What follows belongs to an exercise in optimizing a design on an open flow for small area, a short achievable clock period and few clock cycles per item; a production flow would make more cautious choices.
The RTL was checked by simulation tests, not by an equivalence proof against the original design.

## flow_hash
module flow_hash (
    input  wire         clk,
    input  wire         rst,
    input  wire         req_valid,
    output wire         req_ready,
    input  wire [319:0] req_key,
    input  wire [5:0]   req_len,
    input  wire [127:0] req_seed,
    input  wire [23:0]  req_nbuckets,
    output wire         resp_valid,
    input  wire         resp_ready,
    output wire [63:0]  resp_hash,
    output wire [23:0]  resp_bucket1,
    output wire [23:0]  resp_bucket2
);
    function [63:0] rotl(input [63:0] x, input integer b);
        rotl = (x << b) | (x >> (64 - b));
    endfunction
    function [63:0] add64(input [63:0] a, input [63:0] b);
        reg [63:0] g, p, gn, pn;
        integer i, l;
        begin
            g = a & b;
            p = a ^ b;
            for (l = 0; l < 6; l = l + 1) begin
                gn = g;
                pn = p;
                for (i = 0; i < 64; i = i + 1)
                    if ((i >> l) & 1) begin
                        gn[i] = g[i] | (p[i] & g[((i >> l) << l) - 1]);
                        pn[i] = p[i] & p[((i >> l) << l) - 1];
                    end
                g = gn;
                p = pn;
            end
            add64 = a ^ b ^ {g[62:0], 1'b0};
        end
    endfunction
    wire [2:0] last_blk = req_len[5:3];
    function [63:0] msg_word(input [2:0] j, input [319:0] k, input [5:0] l);
        integer b;
        reg [63:0] w;
        begin
            case (j)
                3'd0: w = k[63:0];
                3'd1: w = k[127:64];
                3'd2: w = k[191:128];
                3'd3: w = k[255:192];
                3'd4: w = k[319:256];
                default: w = 64'd0;
            endcase
  ...
Settings: LEC_CHECK=0, ABC_AREA=1, CAP_MARGIN=20, CORE_MARGIN=2, CORE_UTILIZATION=40, SLEW_MARGIN=20; clock period 12.0 ns.
standard.sh (not shown) runs the stock make flow with config.mk's settings and CLKGATE_MAP_FILE= SYNTH_SCRIPT=/design/flow/synth_recipe.tcl, a recipe that flattens the netlist after the stock synthesis.
==> flow/flow/run.sh <==
#!/bin/bash
# The standard layout, with every port buffered by a plain buf_1 instead of
# the delay buffer that buffer_ports picks by default. Each ORFS step keeps
# its own log under orfs/logs; make's own output goes to standard.log.
set -euo pipefail
export BUFFER_PORTS_ARGS="-buffer_cell sky130_fd_sc_hd__buf_1"
bash standard.sh > standard.log 2>&1
The baseline finished with timing, DRC and antenna clean.
Testbench counts at the start, summed over its fixed seeds: cycles 36,872, items 3,200.
Then changed:
==> flow/flow/run.sh (replaced) <==
#!/bin/bash
# The standard layout, with every port buffered by a plain buf_1 instead of
# the delay buffer that buffer_ports picks by default, and timing repair
# aiming for 5 ns of setup slack. Each ORFS step keeps its own log under
# orfs/logs; make's own output goes to standard.log.
set -euo pipefail
export BUFFER_PORTS_ARGS="-buffer_cell sky130_fd_sc_hd__buf_1"
bash standard.sh SETUP_SLACK_MARGIN=5 finish > standard.log 2>&1
The changed run went through all stages and came out clean.
Worst hold slack hardly moves.
Cell count stays flat.
Critical path depth falls by 5.
Via count rose by 0.64%.
Wire length rose by 0.30%.
Die area stays the same.
Then changed:
==> flow/flow/run.sh (replaced) <==
#!/bin/bash
# The standard layout, with every port buffered by a plain buf_1 instead of
# the delay buffer that buffer_ports picks by default, and timing repair
# aiming for 7 ns of setup slack. Each ORFS step keeps its own log under
# orfs/logs; make's own output goes to standard.log.
set -euo pipefail
export BUFFER_PORTS_ARGS="-buffer_cell sky130_fd_sc_hd__buf_1"
bash standard.sh SETUP_SLACK_MARGIN=7 finish > standard.log 2>&1
Wire length increases by 5.8%.
Via count increases by about 8%.
Clock-buffer cell count increases by 7.
Then changed:
==> flow/run.sh (new file) <==
#!/bin/bash
# synth_recipe.tcl (not shown) runs the flow's synth.tcl, then flattens the netlist and writes it again
# the make line also repeats each setting of config.mk as NAME=value (left out here)
make -C /OpenROAD-flow-scripts/flow DESIGN_CONFIG=/design/flow/config.mk WORK_HOME=/design/flow/orfs CLKGATE_MAP_FILE= SYNTH_SCRIPT=/design/flow/synth_recipe.tcl finish
removed: flow/flow/run.sh
removed: flow/standard.sh
Effect: Synthesized cell count does not change. Die area does not change. Clock skew went up by 0.0099 ns. Setup slack got worse by 3.0 ns. Hold slack gains 0.013 ns. Routed wire length came out lower by 7.2%.
Then changed:
==> flow/flow/run.sh (new file) <==
#!/bin/bash
# The standard layout, with every port buffered by a plain buf_1 instead of
# the delay buffer that buffer_ports picks by default, and timing repair
# aiming for 6 ns of setup slack. Each ORFS step keeps its own log under
# orfs/logs; make's own output goes to standard.log.
set -euo pipefail
export BUFFER_PORTS_ARGS="-buffer_cell sky130_fd_sc_hd__buf_1"
bash standard.sh SETUP_SLACK_MARGIN=6 finish > standard.log 2>&1
==> flow/standard.sh (new file) <==
#!/bin/bash
# synth_recipe.tcl (not shown) runs the flow's synth.tcl, then flattens the netlist and writes it again
# the make line also repeats each setting of config.mk as NAME=value (left out here)
make -C /OpenROAD-flow-scripts/flow DESIGN_CONFIG=/design/flow/config.mk WORK_HOME=/design/flow/orfs CLKGATE_MAP_FILE= SYNTH_SCRIPT=/design/flow/synth_recipe.tcl "${@:-finish}"
removed: flow/run.sh
What happened: Wire length went up by a few percent. Setup slack is better by 2.7 ns. Non-clock buffer count rises by 151. Register-to-register slack is better by 2.7 ns. Design area is higher slightly. Hold slack loses 0.0041 ns. Clock-buffer cell count falls by 9.

[port drivers added, routing unchanged]
In the flow no input, the clock included, has a driving cell. The finished layouts below were timed again as built, in two steps. Step 1, drivers: a clkbuf_16 drives clk and a buf_2 each remaining input, both assumed. Step 2, shift: input delay + t, output delay - t, t = (earliest + latest rising clock arrival at the registers) / 2. This alone moves slack from input paths to output paths. a / b / c = ideal / step 1 / step 2; a / b = the first two.
run	shift t [ns]	setup WS [ns]	worst setup path after step 2	worst slew at a driven data input, ns	pins driven straight from the clock port
the first run	0.768	3.012 / 3.012 / 3.012	register to register	0.21	1
the second run	0.780	5.033 / 5.033 / 4.720	input to register	0.22	1
the third run	0.789	6.177 / 6.177 / 5.900	input to register	0.21	1
the fourth run	0.754	3.209 / 3.209 / 3.209	register to register	0.20	1
the fifth run	0.773	5.921 / 5.952 / 5.207	input to register	0.23	1
After both steps every run listed still meets setup and hold. For the fifth run, which loses most, drivers alone change the setup slack by +0.031 ns; drivers and shift together by -0.714 ns.
